From an optimization exercise on the open Yosys and OpenROAD flow, aimed at small area, a short achievable clock period and few clock cycles per item; shortcuts taken in it are not production practice. The RTL was checked by simulation tests, not by an equivalence proof against the original design.

==> inputs of amber <==
## press_f0_dec
module press_f0_dec (
    input  wire        clk,
    input  wire        rst,
    input  wire        in_valid,
    output wire        in_ready,
    input  wire [31:0] in_data,
    input  wire        in_last,
    input  wire [31:0] in_base,
    input  wire [31:0] in_first_run,
    input  wire [13:0] in_nw,
    output wire        out_valid,
    input  wire        out_ready,
    output wire [31:0] out_data,
    output wire        out_last
);
Settings: LEC_CHECK=0, ABC_AREA=1, CAP_MARGIN=20, CORE_MARGIN=2, CORE_UTILIZATION=65, PLACE_DENSITY=0.75, SLEW_MARGIN=20; clock period 22.0 ns.
run.sh (not shown) runs the stock make flow with config.mk's settings and CLKGATE_MAP_FILE= SYNTH_SCRIPT=/design/flow/synth_recipe.tcl, a recipe that flattens the netlist after the stock synthesis.
==> inputs of willow, as changes to amber <==
--- a/flow/design.v
+++ b/flow/design.v
@@ -14,17 +14,17 @@
     output wire        out_last
 );
     localparam [31:0] NO_RUN = 32'hC000_0000;
     localparam [2:0] MD_VAL  = 3'd0,    
                      MD_GAP  = 3'd1,    
                      MD_BODY = 3'd2,    
                      MD_HEAD = 3'd3,    
                      MD_L    = 3'd4;    
-    reg [31:0] w0, w1, w2;
+    reg [31:0] w0, w1, w2, w3;
     reg [6:0]  ptr;
     reg [6:0]  ptr_x;           
     reg [1:0]  wp;
     reg [2:0]  vc;
     reg        got_last;        
     reg        idle;            
     reg [2:0]  md;
     reg        esc;             
@@ -61,17 +61,17 @@
             pbit[pb] = pv && (pb >= plo) && (pb < phi);
     wire [31:0] p_cur = p ^ pbit;
     wire [31:0] q_cur = q | pbit;
     assign out_valid = o_valid;
     assign out_data  = o_selp ? p_cur : h;
     assign out_last  = o_last;
     wire hold_p  = o_valid && o_selp;
     wire load    = idle && !hold_p;
-    assign in_ready = !got_last && (vc != 3'd3) && !(idle && hold_p);
+    assign in_ready = !got_last && !vc[2] && !(idle && hold_p);
     wire take_in = in_valid && in_ready;
     function [4:0] kof_small;
         input [10:0] a;
         input [4:0]  n;
         input [4:0]  kmax;
         integer i;
         reg hi, lo, done;
         reg [4:0] aw;
@@ -133,22 +133,24 @@
         endcase
     end
     wire [6:0]  ptr_b = ~ptr_x;
     reg  [31:0] wa_lo, wa_hi, wb_lo, wb_hi;
     always @(*) begin
         case (ptr[6:5])
             2'd0: begin wa_lo = w0; wa_hi = w1; end
             2'd1: begin wa_lo = w1; wa_hi = w2; end
-            default: begin wa_lo = w2; wa_hi = w0; end
+            2'd2: begin wa_lo = w2; wa_hi = w3; end
+            default: begin wa_lo = w3; wa_hi = w0; end
         endcase
         case (ptr_b[6:5])
             2'd0: begin wb_lo = w0; wb_hi = w1; end
             2'd1: begin wb_lo = w1; wb_hi = w2; end
-            default: begin wb_lo = w2; wb_hi = w0; end
+            2'd2: begin wb_lo = w2; wb_hi = w3; end
+            default: begin wb_lo = w3; wb_hi = w0; end
         endcase
     end
     wire [63:0] s5 = {wb_hi, wb_lo[31:16], wa_lo[15:0]};
     reg  [47:0] s4;
     reg  [39:0] s3;
     reg  [35:0] s2;
     reg  [33:0] s1;
     reg  [32:0] win;
@@ -188,65 +190,48 @@
         q1[4] = q1[4] | ones[24];
         q1[3] = q1[3] | ones[24];
     end
     wire start_esc = ones[24];
     wire [31:0] v    = rw >> q1 >> 1;
     wire [20:0] low  = v[20:0] & ~(21'h1F_FFFF << k);
     wire [20:0] u_rc = ({16'd0, q1} << k) | low;
     wire [20:0] u    = esc ? win[20:0] : u_rc;
-    wire have = (vc[1] || got_last) && !idle;
+    wire have = (vc[2] || vc[1] || got_last) && !idle;
     wire run  = have && !(o_valid && !out_ready);
     wire [19:0] ps_new = ps + (zs[20:1] ^ {20{zs[0]}});    
     wire [4:0]  gidx   = npos + u[4:0];
     wire        ksame1 = (kof_small({1'b0, ag_eff}, n_g + 5'd1, 5'd5) == k_g);
-    wire        ksame2 = (kof_small({1'b0, ag_eff}, n_g + 5'd2, 5'd5) == k_g);
-    reg         z1, z2, z3;
+    reg         z1, z2;
     always @(*) begin
         case (k_g[2:0])
-            3'd0:    begin z1 = !rw[0];          z2 = (rw[1:0]  == 2'd0);  z3 = (rw[2:0]  == 3'd0);  end
-            3'd1:    begin z1 = (rw[1:0] == 0);  z2 = (rw[3:0]  == 4'd0);  z3 = (rw[5:0]  == 6'd0);  end
-            3'd2:    begin z1 = (rw[2:0] == 0);  z2 = (rw[5:0]  == 6'd0);  z3 = (rw[8:0]  == 9'd0);  end
-            3'd3:    begin z1 = (rw[3:0] == 0);  z2 = (rw[7:0]  == 8'd0);  z3 = (rw[11:0] == 12'd0); end
-            3'd4:    begin z1 = (rw[4:0] == 0);  z2 = (rw[9:0]  == 10'd0); z3 = (rw[14:0] == 15'd0); end
-            default: begin z1 = (rw[5:0] == 0);  z2 = (rw[11:0] == 12'd0); z3 = (rw[17:0] == 18'd0); end
+            3'd0:    begin z1 = !rw[0];          z2 = (rw[1:0]  == 2'd0);  end
+            3'd1:    begin z1 = (rw[1:0] == 0);  z2 = (rw[3:0]  == 4'd0);  end
+            3'd2:    begin z1 = (rw[2:0] == 0);  z2 = (rw[5:0]  == 6'd0);  end
+            3'd3:    begin z1 = (rw[3:0] == 0);  z2 = (rw[7:0]  == 8'd0);  end
+            3'd4:    begin z1 = (rw[4:0] == 0);  z2 = (rw[9:0]  == 10'd0); end
+            default: begin z1 = (rw[5:0] == 0);  z2 = (rw[11:0] == 12'd0); end
         endcase
     end
     wire        zrun  = z1 && !esc;
     wire        ztwo  = z2 && ksame1 && (mleft != 6'd1) && (n_g != 5'd31);
-    wire        zthr  = ztwo && z3 && ksame2 && (mleft != 6'd2) && (n_g != 5'd30);
-    wire [3:0]  zn    = zthr ? 4'd3 : ztwo ? 4'd2 : 4'd1;
-    wire        zlast = zthr ? (mleft == 6'd3) : ztwo ? (mleft == 6'd2) : (mleft == 6'd1);
-    wire [5:0]  zl1   = {1'b0, k_g} + 6'd1;          
-    wire [5:0]  zl2   = {k_g, 1'b0} + 6'd2;
-    wire [5:0]  zl3   = zl1 + zl2;
-    wire [5:0]  zhi1  = {1'b0, npos} + 6'd1;
-    wire [5:0]  zhi2  = {1'b0, npos} + 6'd2;
-    wire [5:0]  zhi3  = {1'b0, npos} + 6'd3;
-    wire [5:0]  zhi   = zthr ? zhi3 : ztwo ? zhi2 : zhi1;
-    wire [5:0]  ml1   = mleft - 6'd1;
-    wire [5:0]  ml2   = mleft - 6'd2;
-    wire [5:0]  ml3   = mleft - 6'd3;
-    wire [4:0]  ng1   = n_g + 5'd1;
-    wire [4:0]  ng2   = n_g + 5'd2;
-    wire [4:0]  ng3   = n_g + 5'd3;
-    wire        zhalf = zthr ? (n_g == 5'd29) : ztwo ? (n_g == 5'd30) : (n_g == 5'd31);
-    wire [6:0]  kmask1 = ~(7'h7E << k);
-    wire        mzero  = esc ? (win[5:0] == 6'd0) : ((rw[6:0] & kmask1) == 7'd0);
-    wire [31:0] raw    = rw;
+    wire [3:0]  zn    = ztwo ? 4'd2 : 4'd1;
+    wire [5:0]  zbits = ztwo ? {k_g[4:0], 1'b0} + 6'd2 : {1'b0, k_g} + 6'd1;
+    wire [5:0]  zhi   = {1'b0, npos} + {2'd0, zn};
+    wire        zhalf = ({1'b0, n_g} + {2'd0, zn} == 6'd32);
+    wire [31:0] kmask1 = ~(32'hFFFF_FFFE << k);
+    wire        mzero  = esc ? (win[5:0] == 6'd0) : ((rw & kmask1) == 32'd0);
+    wire [31:0] raw    = win[32:1];
     wire        lit    = has_flag && flag;             
     wire        escnow = !esc && !lit && start_esc && (md != MD_BODY) && !(md == MD_GAP && zrun);
     wire [4:0]  o      = ptr[4:0];
     wire [6:0]  b_esc  = {2'd0, o} + {6'd0, has_flag};
     wire [6:0]  b_rc   = b_esc + {2'd0, k} + 7'd1;
     wire [6:0]  o_rc   = (start_esc ? b_esc : b_rc) + {2'd0, q1};
-    wire [6:0]  oz1    = {2'd0, o} + {1'b0, zl1};
-    wire [6:0]  oz2    = {2'd0, o} + {1'b0, zl2};
-    wire [6:0]  oz3    = {2'd0, o} + {1'b0, zl3};
-    wire [6:0]  opos   = (md == MD_GAP && zrun) ? (zthr ? oz3 : ztwo ? oz2 : oz1)
+    wire [6:0]  opos   = (md == MD_GAP && zrun) ? {2'd0, o} + {1'b0, zbits}
                        : (esc || md == MD_BODY) ? {2'd1, o}
                        : lit ? ((md == MD_HEAD) ? {2'd0, o} + 7'd33 : {2'd0, o} + 7'd1)
                        : o_rc;
     reg         emit;        
     reg         emit_p;      
     reg  [31:0] hx;          
     reg  [2:0]  md_n;
     reg  [31:0] p_n, q_n;
@@ -286,32 +271,32 @@
                         mleft_n = u[5:0];
                         npos_n  = 5'd0;
                         md_n    = MD_GAP;
                     end
                 end
             end
             MD_GAP: if (zrun) begin
                 npos_n  = zhi[4:0];
-                mleft_n = zthr ? ml3 : ztwo ? ml2 : ml1;
-                if (zlast) begin
+                mleft_n = mleft - {2'd0, zn};
+                if (mleft == {2'd0, zn}) begin
                     emit   = 1'b1;
                     emit_p = 1'b1;
                 end
             end else if (!escnow) begin
                 upd_g   = 1'b1;
                 npos_n  = gidx + 5'd1;
                 mleft_n = mleft - 6'd1;
                 if (mleft == 6'd1) begin
                     emit   = 1'b1;
                     emit_p = 1'b1;
                 end
             end
             MD_BODY: begin
-                hx     = rw;
+                hx     = win[31:0];
                 emit   = 1'b1;
                 body_n = body - 3'd1;
                 if (body == 3'd1)
                     md_n = MD_HEAD;
             end
             MD_HEAD: begin
                 if (lit) begin
                     emit = 1'b1;
@@ -339,28 +324,28 @@
             nrem_n = nrem - 10'd1;
             md_n   = (nrem == 10'd0) ? MD_HEAD : MD_VAL;
         end
     end
     wire [1:0] pops = run ? opos[6:5] : 2'd0;
     wire       hf_n = !escnow && (md_n == MD_VAL || md_n == MD_HEAD);
     wire [2:0] vc_t  = vc + {2'd0, take_in};
     wire [2:0] vc_n  = (pops == 2'd0) ? vc_t : (pops == 2'd1) ? vc_t - 3'd1 : vc_t - 3'd2;
-    wire [1:0] rp1   = (ptr[6:5] == 2'd2) ? 2'd0 : ptr[6:5] + 2'd1;
-    wire [1:0] rp2   = (ptr[6:5] == 2'd0) ? 2'd2 : ptr[6:5] - 2'd1;
+    wire [1:0] rp1   = ptr[6:5] + 2'd1;
+    wire [1:0] rp2   = ptr[6:5] + 2'd2;
     wire [6:0] ptr_n = {(opos[6:5] == 2'd0) ? ptr[6:5] : (opos[6:5] == 2'd1) ? rp1 : rp2, opos[4:0]};
     wire       pset = run && md == MD_GAP && (zrun || !escnow);
     wire       fin  = run && emit && (left == 14'd1);    
     always @(posedge clk) begin
-        if (vc != 3'd3) begin
+        if (!vc[2]) begin
             case (wp)
                 2'd0: w0 <= in_data;
                 2'd1: w1 <= in_data;
                 2'd2: w2 <= in_data;
-                default: ;
+                default: w3 <= in_data;
             endcase
         end
         p    <= p_cur;
         q    <= q_cur;
         plo  <= zrun ? npos : gidx;
         phi  <= zrun ? zhi : {1'b0, gidx} + 6'd1;
         pv   <= pset;
         k_s <= kof_wide(a_s, n_s);
@@ -420,17 +405,17 @@
             if (upd_m)
                 n_m <= (n_m == 5'd31) ? 5'd16 : n_m + 5'd1;
             if (upd_g)
                 n_g <= (n_g == 5'd31) ? 5'd16 : n_g + 5'd1;
             if (md == MD_GAP && zrun) begin
                 pu  <= 6'd0;
                 pg  <= 1'b1;
                 ph  <= zhalf;
-                n_g <= zhalf ? 5'd16 : zthr ? ng3 : ztwo ? ng2 : ng1;
+                n_g <= zhalf ? 5'd16 : n_g + {1'b0, zn};
             end
             if (upd_s) begin
                 zs  <= u;
                 hs  <= (n_s == 5'd31);
                 n_s <= (n_s == 5'd31) ? 5'd16 : n_s + 5'd1;
             end
             if (md == MD_HEAD && lit && raw[31:30] == 2'b00)
                 ps <= raw[19:0];
@@ -461,17 +446,17 @@
                 idle     <= 1'b1;
             end else begin
                 vc <= vc_n;
                 if (run) begin
                     ptr   <= ptr_n;
                     ptr_x <= ~ptr_n;
                 end
                 if (take_in) begin
-                    wp   <= (wp == 2'd2) ? 2'd0 : wp + 2'd1;
+                    wp   <= wp + 2'd1;
                     idle <= 1'b0;
                     if (in_last)
                         got_last <= 1'b1;
                 end
             end
             if (run && emit)
                 o_valid <= 1'b1;
             else if (out_ready)
==> comparison table <==
	amber	willow
Status	finished clean	finished clean
End point of the worst hold path	q[10]$_SDFF_PP0_	q[16]$_SDFF_PP0_
Crit Reg-Reg Startpoint	pu[0]$_SDFFCE_PP0P_	ptr_x[6]$_SDFFE_PP1P_
Antenna violations before repair	3	7
WL met3	14400 um	15000 um
Combined area of all synthesized cells	37000 um2	36500 um2
Diode insertion count for antenna repair	0	4
Fmax	122 MHz	121 MHz
Number of placed instances, taps included	6051	5740
Critical path's slowest cell	sky130_fd_sc_hd__nand2_1	sky130_fd_sc_hd__dfxtp_1
Count of fill cells added during filler insertion	4665	4538
Via count of the first global-routing pass	35.6k	33.4k
Synth unique cells	87	81
Post-synthesis average cell area	6.98 um2	7.29 um2
# Taps	756	748
Die ar.	58800 um2	58000 um2
Pin count of the biggest net entering global routing	71	88
Endpoint of the most critical register-to-register path	ptr_x[5]$_SDFFE_PP1P_	npos[3]$_SDFFCE_PN0P_
Testbench counts of amber, summed over its fixed seeds: cycles 361,143, items 152,338.
Testbench counts of willow, summed over its fixed seeds: cycles 381,304, items 152,338.

* * *

==> build 15 <==
==> flow/design.v <==
module press_f0_dec (
    input  wire        clk,
    input  wire        rst,
    input  wire        in_valid,
    output wire        in_ready,
    input  wire [31:0] in_data,
    input  wire        in_last,
    input  wire [31:0] in_base,
    input  wire [31:0] in_first_run,
    input  wire [13:0] in_nw,
    output wire        out_valid,
    input  wire        out_ready,
    output wire [31:0] out_data,
    output wire        out_last
);
    localparam [31:0] NO_RUN = 32'hC000_0000;
    localparam [2:0] MD_VAL  = 3'd0,    
                     MD_GAP  = 3'd1,    
                     MD_BODY = 3'd2,    
                     MD_HEAD = 3'd3,    
                     MD_L    = 3'd4;    
    reg [31:0] w0, w1, w2;
    reg [1:0]  vc;
    reg [4:0]  o;
    reg        got_last;        
    reg        idle;            
    reg [2:0]  md;
    reg        esc;             
    reg [31:0] p, q;
    reg [19:0] ps;
    reg [9:0]  nrem;            
    reg [2:0]  body;
    reg [13:0] left;            
    reg [5:0]  mleft;           
    reg [4:0]  npos;            
    reg [10:0] a_m;  reg [4:0] n_m;
    reg [9:0]  a_g;  reg [4:0] n_g;
    reg [25:0] a_s;  reg [4:0] n_s;
    reg [14:0] a_l;  reg [4:0] n_l;
    reg [5:0]  pu;              
    reg        pm, pg;          
    reg        ph;              
    reg [20:0] zs;              
    reg        hs;
    reg [9:0]  zl;              
    reg        pl, hl;
    reg        o_valid;
    reg        o_last;
    reg        o_selp;          
    reg [31:0] h;
    assign out_valid = o_valid;
    assign out_data  = o_selp ? p : h;
    assign out_last  = o_last;
    assign in_ready = !got_last && (vc != 2'd3);
    wire take_in = in_valid && in_ready;
    function [4:0] kof;
        input [25:0] a;
        input [4:0]  n;
        input [4:0]  kmax;
        integer i;
        reg [31:0] t;
        reg done;
        begin
            kof = kmax;
            done = 1'b0;
            for (i = 0; i <= 26; i = i + 1) begin
                t = {27'd0, n} << i;
                if (!done && i <= kmax && t >= {6'd0, a}) begin
                    kof = i[4:0];
                    done = 1'b1;
                end
            end
        end
    endfunction
    wire [10:0] am_sum = a_m + {5'd0, pu};
    wire [9:0]  ag_sum = a_g + {4'd0, pu};
    wire [10:0] am_eff = !pm ? a_m : ph ? {1'b0, am_sum[10:1]} : am_sum;
    wire [9:0]  ag_eff = !pg ? a_g : ph ? {1'b0, ag_sum[9:1]}  : ag_sum;
    wire [4:0] k_m = kof({15'd0, am_eff}, n_m, 5'd6);
    wire [4:0] k_g = kof({16'd0, ag_eff}, n_g, 5'd5);
    wire [4:0] k_s = kof(a_s,             n_s, 5'd26);
    wire [4:0] k_l = kof({11'd0, a_l},    n_l, 5'd15);
    reg [4:0] k;
    always @(*) begin
        case (md)
            MD_VAL:  k = k_m;
            MD_GAP:  k = k_g;
            MD_HEAD: k = k_s;
            default: k = k_l;
        endcase
    end
    wire [63:0] pair = {w1, w0};
    wire [32:0] win  = pair[o +: 33];
    wire has_flag = !esc && (md == MD_VAL || md == MD_HEAD);
    wire flag     = win[0];
    wire [31:0] rw = has_flag ? win[32:1] : win[31:0];
    reg [4:0] q1;
    integer i;
    always @(*) begin
        q1 = 5'd24;
        for (i = 23; i >= 0; i = i - 1)
            if (!rw[i]) q1 = i[4:0];
    end
    wire start_esc = (q1 == 5'd24);
    wire [31:0] v    = rw >> q1 >> 1;
    wire [20:0] low  = v[20:0] & ~(21'h1F_FFFF << k);
    wire [20:0] u_rc = ({16'd0, q1} << k) | low;
    wire [20:0] u    = esc ? win[20:0] : u_rc;
    wire have = (vc[1] || got_last) && !idle;
    wire run  = have && !(o_valid && !out_ready);
    wire [19:0] ps_new = ps + (zs[20:1] ^ {20{zs[0]}});    
    wire [4:0]  gidx   = npos + u[4:0];
    wire [31:0] gbit   = 32'd1 << gidx;
    wire [31:0] raw    = win[32:1];
    wire        lit    = has_flag && flag;             
    wire        escnow = !esc && !lit && start_esc && (md != MD_BODY);
    wire        t_rc   = !esc && md != MD_BODY && !lit && !start_esc;
    wire [6:0]  o_base = {2'd0, o} + {6'd0, has_flag}
                       + (t_rc ? {2'd0, k} + 7'd1 : 7'd0)
                       + ((esc || md == MD_BODY) ? 7'd32 : 7'd0)
                       + ((lit && md == MD_HEAD) ? 7'd32 : 7'd0);
    wire [6:0]  o_var  = start_esc ? 7'd24 : {2'd0, q1};
    wire [6:0]  opos   = o_base + ((t_rc || escnow) ? o_var : 7'd0);
    reg         emit;        
    reg         emit_p;      
    reg  [31:0] hx;          
    reg  [2:0]  md_n;
    reg  [31:0] p_n, q_n;
    reg  [9:0]  nrem_n;
    reg  [2:0]  body_n;
    reg  [5:0]  mleft_n;
    reg  [4:0]  npos_n;
    reg         upd_m, upd_g, upd_s, upd_l;
    always @(*) begin
        emit    = 1'b0;
        emit_p  = 1'b0;
        hx      = raw;
        md_n    = md;
        p_n     = p;
        q_n     = q;
        nrem_n  = nrem;
        body_n  = body;
        mleft_n = mleft;
        npos_n  = npos;
        upd_m   = 1'b0;
        upd_g   = 1'b0;
        upd_s   = 1'b0;
        upd_l   = 1'b0;
        case (md)
            MD_VAL: begin
                if (lit) begin
                    p_n    = p ^ q;
                    emit   = 1'b1;
                    emit_p = 1'b1;
                end else if (!escnow) begin
                    upd_m = 1'b1;
                    q_n   = 32'd0;
                    if (u[5:0] == 6'd0) begin
                        emit   = 1'b1;
                        emit_p = 1'b1;
                    end else begin
                        mleft_n = u[5:0];
                        npos_n  = 5'd0;
                        md_n    = MD_GAP;
                    end
                end
            end
            MD_GAP: if (!escnow) begin
                upd_g   = 1'b1;
                p_n     = p ^ gbit;
                q_n     = q | gbit;
                npos_n  = gidx + 5'd1;
                mleft_n = mleft - 6'd1;
                if (mleft == 6'd1) begin
                    emit   = 1'b1;
                    emit_p = 1'b1;
                end
            end
            MD_BODY: begin
                hx     = win[31:0];
                emit   = 1'b1;
                body_n = body - 3'd1;
                if (body == 3'd1)
                    md_n = MD_HEAD;
            end
            MD_HEAD: begin
                if (lit) begin
                    emit = 1'b1;
                    if (raw[31:30] == 2'b00) begin
                        nrem_n = raw[29:20];
                        md_n   = MD_VAL;
                    end else if (raw[31:30] == 2'b10) begin
                        body_n = 3'd5;
                        md_n   = MD_BODY;
                    end
                end else if (!escnow) begin
                    upd_s = 1'b1;
                    md_n  = MD_L;
                end
            end
            default: if (!escnow) begin        
                upd_l  = 1'b1;
                hx     = {2'b00, u[9:0], ps_new};
                emit   = 1'b1;
                nrem_n = u[9:0];
                md_n   = MD_VAL;
            end
        endcase
        if (emit_p) begin
            nrem_n = nrem - 10'd1;
            md_n   = (nrem == 10'd0) ? MD_HEAD : MD_VAL;
        end
    end
    wire [1:0] pops = run ? opos[6:5] : 2'd0;
    wire       fin  = run && emit && (left == 14'd1);    
    always @(posedge clk) begin
        case (pops)
            2'd0: begin
                if (vc == 2'd0) w0 <= in_data;
                if (vc <= 2'd1) w1 <= in_data;
                if (vc <= 2'd2) w2 <= in_data;
            end
            2'd1: begin
                w0 <= (vc <= 2'd1) ? in_data : w1;
                w1 <= (vc <= 2'd2) ? in_data : w2;
                w2 <= in_data;
            end
            default: begin
                w0 <= (vc <= 2'd2) ? in_data : w2;
                w1 <= in_data;
                w2 <= in_data;
            end
        endcase
        if (pm) a_m <= am_eff;
        if (pg) a_g <= ag_eff;
        if (pl) a_l <= hl ? (a_l + {5'd0, zl}) >> 1 : a_l + {5'd0, zl};
        pm <= 1'b0;
        pg <= 1'b0;
        pl <= 1'b0;
        if (idle) begin
            p    <= in_base;
            q    <= 32'd0;
            body <= 3'd0;
            left <= in_nw;
            esc  <= 1'b0;
            if (in_first_run != NO_RUN) begin
                ps   <= in_first_run[19:0];
                nrem <= in_first_run[29:20];
                md   <= MD_VAL;
            end else begin
                ps   <= 20'd0;
                md   <= MD_HEAD;
            end
            a_m <= 11'd1; n_m <= 5'd1;
            a_g <= 10'd1; n_g <= 5'd1;
            a_s <= 26'd1; n_s <= 5'd1;
            a_l <= 15'd1; n_l <= 5'd1;
        end else if (run) begin
            esc   <= escnow;
            md    <= md_n;
            p     <= p_n;
            q     <= q_n;
            nrem  <= nrem_n;
            body  <= body_n;
            mleft <= mleft_n;
            npos  <= npos_n;
            if (emit) begin
                left   <= left - 14'd1;
                o_selp <= emit_p && (left != 14'd1);
                o_last <= (left == 14'd1);
                if (!emit_p)
                    h <= hx;
                else if (left == 14'd1)
                    h <= p_n;
            end
            if (upd_m || upd_g) begin
                pu <= u[5:0];
                pm <= upd_m;
                pg <= upd_g;
                ph <= upd_m ? (n_m == 5'd31) : (n_g == 5'd31);
            end
            if (upd_m)
                n_m <= (n_m == 5'd31) ? 5'd16 : n_m + 5'd1;
            if (upd_g)
                n_g <= (n_g == 5'd31) ? 5'd16 : n_g + 5'd1;
            if (upd_s) begin
                zs  <= u;
                hs  <= (n_s == 5'd31);
                n_s <= (n_s == 5'd31) ? 5'd16 : n_s + 5'd1;
            end
            if (md == MD_HEAD && lit && raw[31:30] == 2'b00)
                ps <= raw[19:0];
            if (upd_l) begin
                ps  <= ps_new;
                a_s <= hs ? (a_s + {5'd0, zs}) >> 1 : a_s + {5'd0, zs};
                zl  <= u[9:0];
                hl  <= (n_l == 5'd31);
                pl  <= 1'b1;
                n_l <= (n_l == 5'd31) ? 5'd16 : n_l + 5'd1;
            end
        end
        if (rst) begin
            vc       <= 2'd0;
            o        <= 5'd0;
            got_last <= 1'b0;
            idle     <= 1'b1;
            o_valid  <= 1'b0;
        end else begin
            if (fin) begin
                vc       <= 2'd0;
                o        <= 5'd0;
                got_last <= 1'b0;
                idle     <= 1'b1;
            end else begin
                vc <= vc - pops + {1'b0, take_in};
                if (run)
                    o <= opos[4:0];
                if (take_in) begin
                    idle <= 1'b0;
                    if (in_last)
                        got_last <= 1'b1;
                end
            end
            if (run && emit)
                o_valid <= 1'b1;
            else if (out_ready)
                o_valid <= 1'b0;
        end
    end
endmodule
==> flow/run.sh <==
#!/bin/bash
# synth_recipe.tcl (not shown) runs the flow's synth.tcl, then flattens the netlist and writes it again
# the make line also repeats each setting of config.mk as NAME=value (left out here)
make -C /OpenROAD-flow-scripts/flow DESIGN_CONFIG=/design/flow/config.mk WORK_HOME=/design/flow/orfs CLKGATE_MAP_FILE= SYNTH_SCRIPT=/design/flow/synth_recipe.tcl finish
==> flow/config.mk <==
export PLATFORM = sky130hd
export DESIGN_NAME = press_f0_dec
export DESIGN_NICKNAME = press_f0_dec
export VERILOG_FILES = /design/flow/design.v
export SDC_FILE = /design/flow/constraint.sdc
export NUM_CORES = 4
export LEC_CHECK = 0
export CAP_MARGIN = 20
export CORE_MARGIN = 2
export CORE_UTILIZATION = 40
export PLACE_DENSITY = 0.6
export SLEW_MARGIN = 20
==> flow/constraint.sdc <==
create_clock -name core_clock -period 22.0 [get_ports {clk}]
set_input_delay 4.4000 -clock core_clock [delete_from_list [all_inputs] [get_ports {clk}]]
set_output_delay 4.4000 -clock core_clock [all_outputs]
set_load 0.01 [all_outputs]
==> build 16: changes against build 15 <==
--- a/flow/design.v
+++ b/flow/design.v
@@ -21,5 +21,6 @@
                      MD_L    = 3'd4;    
-    reg [31:0] w0, w1, w2;
-    reg [1:0]  vc;
-    reg [4:0]  o;
+    reg [31:0] w0, w1, w2, w3;
+    reg [6:0]  ptr;
+    reg [1:0]  wp;
+    reg [2:0]  vc;
     reg        got_last;        
@@ -29,2 +30,4 @@
     reg [31:0] p, q;
+    reg [4:0]  pidx;            
+    reg        pv;
     reg [19:0] ps;
@@ -50,9 +53,14 @@
     reg [31:0] h;
+    wire [31:0] pbit  = pv ? (32'd1 << pidx) : 32'd0;
+    wire [31:0] p_cur = p ^ pbit;
+    wire [31:0] q_cur = q | pbit;
     assign out_valid = o_valid;
-    assign out_data  = o_selp ? p : h;
+    assign out_data  = o_selp ? p_cur : h;
     assign out_last  = o_last;
-    assign in_ready = !got_last && (vc != 2'd3);
+    wire hold_p  = o_valid && o_selp;
+    wire load    = idle && !hold_p;
+    assign in_ready = !got_last && !vc[2] && !(idle && hold_p);
     wire take_in = in_valid && in_ready;
-    function [4:0] kof;
-        input [25:0] a;
+    function [4:0] kof_small;
+        input [10:0] a;
         input [4:0]  n;
@@ -60,11 +68,13 @@
         integer i;
-        reg [31:0] t;
-        reg done;
+        reg hi, lo, done;
+        reg [4:0] aw;
         begin
-            kof = kmax;
+            kof_small = kmax;
             done = 1'b0;
-            for (i = 0; i <= 26; i = i + 1) begin
-                t = {27'd0, n} << i;
-                if (!done && i <= kmax && t >= {6'd0, a}) begin
-                    kof = i[4:0];
+            for (i = 0; i <= 6; i = i + 1) begin
+                hi = |(a >> (i + 5));
+                lo = |(a & ~(11'h7FF << i));
+                aw = a >> i;
+                if (!done && i < kmax && !hi && ({aw, lo} <= {n, 1'b0})) begin
+                    kof_small = i[4:0];
                     done = 1'b1;
@@ -74,2 +84,29 @@
     endfunction
+    function [4:0] msb26;
+        input [25:0] a;
+        integer i;
+        begin
+            msb26 = 5'd0;
+            for (i = 0; i < 26; i = i + 1)
+                if (a[i]) msb26 = i[4:0];
+        end
+    endfunction
+    function [4:0] kof_wide;
+        input [25:0] a;
+        input [4:0]  n;
+        reg [4:0]  la, ln, k0;
+        reg [25:0] nk;
+        begin
+            la = msb26(a);
+            ln = msb26({21'd0, n});
+            k0 = la - ln;
+            nk = {21'd0, n} << k0;
+            if (la < ln || a == 26'd0)
+                kof_wide = 5'd0;
+            else if (nk >= a)
+                kof_wide = k0;
+            else
+                kof_wide = k0 + 5'd1;
+        end
+    endfunction
     wire [10:0] am_sum = a_m + {5'd0, pu};
@@ -78,6 +115,5 @@
     wire [9:0]  ag_eff = !pg ? a_g : ph ? {1'b0, ag_sum[9:1]}  : ag_sum;
-    wire [4:0] k_m = kof({15'd0, am_eff}, n_m, 5'd6);
-    wire [4:0] k_g = kof({16'd0, ag_eff}, n_g, 5'd5);
-    wire [4:0] k_s = kof(a_s,             n_s, 5'd26);
-    wire [4:0] k_l = kof({11'd0, a_l},    n_l, 5'd15);
+    wire [4:0] k_m = kof_small(am_eff,          n_m, 5'd6);
+    wire [4:0] k_g = kof_small({1'b0, ag_eff},  n_g, 5'd5);
+    reg  [4:0] k_s, k_l;
     reg [4:0] k;
@@ -91,4 +127,4 @@
     end
-    wire [63:0] pair = {w1, w0};
-    wire [32:0] win  = pair[o +: 33];
+    wire [255:0] ring2 = {w3, w2, w1, w0, w3, w2, w1, w0};
+    wire [32:0]  win   = ring2[ptr +: 33];
     wire has_flag = !esc && (md == MD_VAL || md == MD_HEAD);
@@ -108,3 +144,3 @@
     wire [20:0] u    = esc ? win[20:0] : u_rc;
-    wire have = (vc[1] || got_last) && !idle;
+    wire have = (vc[2] || vc[1] || got_last) && !idle;
     wire run  = have && !(o_valid && !out_ready);
@@ -112,3 +148,4 @@
     wire [4:0]  gidx   = npos + u[4:0];
-    wire [31:0] gbit   = 32'd1 << gidx;
+    wire [31:0] kmask1 = ~(32'hFFFF_FFFE << k);
+    wire        mzero  = esc ? (win[5:0] == 6'd0) : ((rw & kmask1) == 32'd0);
     wire [31:0] raw    = win[32:1];
@@ -116,9 +153,9 @@
     wire        escnow = !esc && !lit && start_esc && (md != MD_BODY);
-    wire        t_rc   = !esc && md != MD_BODY && !lit && !start_esc;
-    wire [6:0]  o_base = {2'd0, o} + {6'd0, has_flag}
-                       + (t_rc ? {2'd0, k} + 7'd1 : 7'd0)
-                       + ((esc || md == MD_BODY) ? 7'd32 : 7'd0)
-                       + ((lit && md == MD_HEAD) ? 7'd32 : 7'd0);
-    wire [6:0]  o_var  = start_esc ? 7'd24 : {2'd0, q1};
-    wire [6:0]  opos   = o_base + ((t_rc || escnow) ? o_var : 7'd0);
+    wire [4:0]  o      = ptr[4:0];
+    wire [6:0]  b_esc  = {2'd0, o} + {6'd0, has_flag};
+    wire [6:0]  b_rc   = b_esc + {2'd0, k} + 7'd1;
+    wire [6:0]  o_rc   = (start_esc ? b_esc : b_rc) + {2'd0, q1};
+    wire [6:0]  opos   = (esc || md == MD_BODY) ? {2'd1, o}
+                       : lit ? ((md == MD_HEAD) ? {2'd0, o} + 7'd33 : {2'd0, o} + 7'd1)
+                       : o_rc;
     reg         emit;        
@@ -138,4 +175,4 @@
         md_n    = md;
-        p_n     = p;
-        q_n     = q;
+        p_n     = p_cur;
+        q_n     = q_cur;
         nrem_n  = nrem;
@@ -151,3 +188,3 @@
                 if (lit) begin
-                    p_n    = p ^ q;
+                    p_n    = p_cur ^ q_cur;
                     emit   = 1'b1;
@@ -157,3 +194,3 @@
                     q_n   = 32'd0;
-                    if (u[5:0] == 6'd0) begin
+                    if (mzero) begin
                         emit   = 1'b1;
@@ -169,4 +206,2 @@
                 upd_g   = 1'b1;
-                p_n     = p ^ gbit;
-                q_n     = q | gbit;
                 npos_n  = gidx + 5'd1;
@@ -214,21 +249,19 @@
     wire [1:0] pops = run ? opos[6:5] : 2'd0;
+    wire       pset = run && md == MD_GAP && !escnow;
     wire       fin  = run && emit && (left == 14'd1);    
     always @(posedge clk) begin
-        case (pops)
-            2'd0: begin
-                if (vc == 2'd0) w0 <= in_data;
-                if (vc <= 2'd1) w1 <= in_data;
-                if (vc <= 2'd2) w2 <= in_data;
-            end
-            2'd1: begin
-                w0 <= (vc <= 2'd1) ? in_data : w1;
-                w1 <= (vc <= 2'd2) ? in_data : w2;
-                w2 <= in_data;
-            end
-            default: begin
-                w0 <= (vc <= 2'd2) ? in_data : w2;
-                w1 <= in_data;
-                w2 <= in_data;
-            end
-        endcase
+        if (!vc[2]) begin
+            case (wp)
+                2'd0: w0 <= in_data;
+                2'd1: w1 <= in_data;
+                2'd2: w2 <= in_data;
+                default: w3 <= in_data;
+            endcase
+        end
+        p    <= p_cur;
+        q    <= q_cur;
+        pidx <= gidx;
+        pv   <= pset;
+        k_s <= kof_wide(a_s, n_s);
+        k_l <= kof_wide({11'd0, a_l}, n_l);
         if (pm) a_m <= am_eff;
@@ -239,3 +272,3 @@
         pl <= 1'b0;
-        if (idle) begin
+        if (load) begin
             p    <= in_base;
@@ -253,2 +286,4 @@
             end
+            k_s <= 5'd0;
+            k_l <= 5'd0;
             a_m <= 11'd1; n_m <= 5'd1;
@@ -257,3 +292,3 @@
             a_l <= 15'd1; n_l <= 5'd1;
-        end else if (run) begin
+        end else if (run && !idle) begin
             esc   <= escnow;
@@ -268,3 +303,3 @@
                 left   <= left - 14'd1;
-                o_selp <= emit_p && (left != 14'd1);
+                o_selp <= emit_p;
                 o_last <= (left == 14'd1);
@@ -272,4 +307,2 @@
                     h <= hx;
-                else if (left == 14'd1)
-                    h <= p_n;
             end
@@ -302,4 +335,5 @@
         if (rst) begin
-            vc       <= 2'd0;
-            o        <= 5'd0;
+            vc       <= 3'd0;
+            ptr      <= 7'd0;
+            wp       <= 2'd0;
             got_last <= 1'b0;
@@ -309,4 +343,5 @@
             if (fin) begin
-                vc       <= 2'd0;
-                o        <= 5'd0;
+                vc       <= 3'd0;
+                ptr      <= 7'd0;
+                wp       <= 2'd0;
                 got_last <= 1'b0;
@@ -314,6 +349,7 @@
             end else begin
-                vc <= vc - pops + {1'b0, take_in};
+                vc <= vc - {1'b0, pops} + {2'd0, take_in};
                 if (run)
-                    o <= opos[4:0];
+                    ptr <= {ptr[6:5] + opos[6:5], opos[4:0]};
                 if (take_in) begin
+                    wp   <= wp + 2'd1;
                     idle <= 1'b0;
ABC_AREA = 1   (was not set)
CORE_UTILIZATION = 65   (was 40)
PLACE_DENSITY = 0.75   (was 0.6)
==> run notes <==
- Build 16 went through all stages and came out clean. Build 15 completed without violations.
- Via count: build 15 is lower than build 16 (14%).
- Of build 16 and build 15, build 16 has the higher critical path depth (gap 16).
- Of build 16 and build 15, build 15 has the higher hold slack (gap 0.012 ns).
==> figures <==
| item | build 16 | build 15 |
|---|---|---|
| Outcome | finished clean | finished clean |
| Flip-flop and latch count after synthesis | 444 | 391 |
| Post-layout instance count excluding filler cells | 6264 | 5640 |
| DR vias/cell | 6.57 | 6.30 |
| End point of the most critical hold path | q[19] | q[24] |
| Initial antenna violation count | 10 | 6 |
| Seq/total area | 28.4% | 23.6% |
| Diode insertion count for antenna repair | 4 | 1 |
Testbench counts of build 15, summed over its fixed seeds: cycles 446,943, items 152,338.
Testbench counts of build 16, summed over its fixed seeds: cycles 447,187, items 152,338.

[separate check: timing with driven ports]
The flow's constraints put no driver on any port. The routed layouts listed below were extracted and timed again, unchanged, in two steps. Step 1 assumes that a clkbuf_16 drives the clock port and a buf_2 every other input. Step 2 also shifts input and output timing later by t, the mid clock arrival at the registers, as if the neighbouring blocks saw the same clock. Slacks: ideal ports / drivers / drivers and shift; pairs: ideal ports / drivers.
run	t, ns	slack for setup (ns)	clock arrival spread, ns	slew at the worst register clock pin (ns)
amber	0.681	13.795 / 13.795 / 13.795	0.028 / 0.027	0.07 / 0.07
willow	0.659	13.729 / 13.685 / 13.729	0.023 / 0.023	0.08 / 0.08
build 15	0.694	12.075 / 12.075 / 12.075	0.058 / 0.058	0.08 / 0.08
build 16	0.685	12.693 / 12.693 / 12.693	0.030 / 0.031	0.07 / 0.07
After both steps every run listed still meets setup and hold.
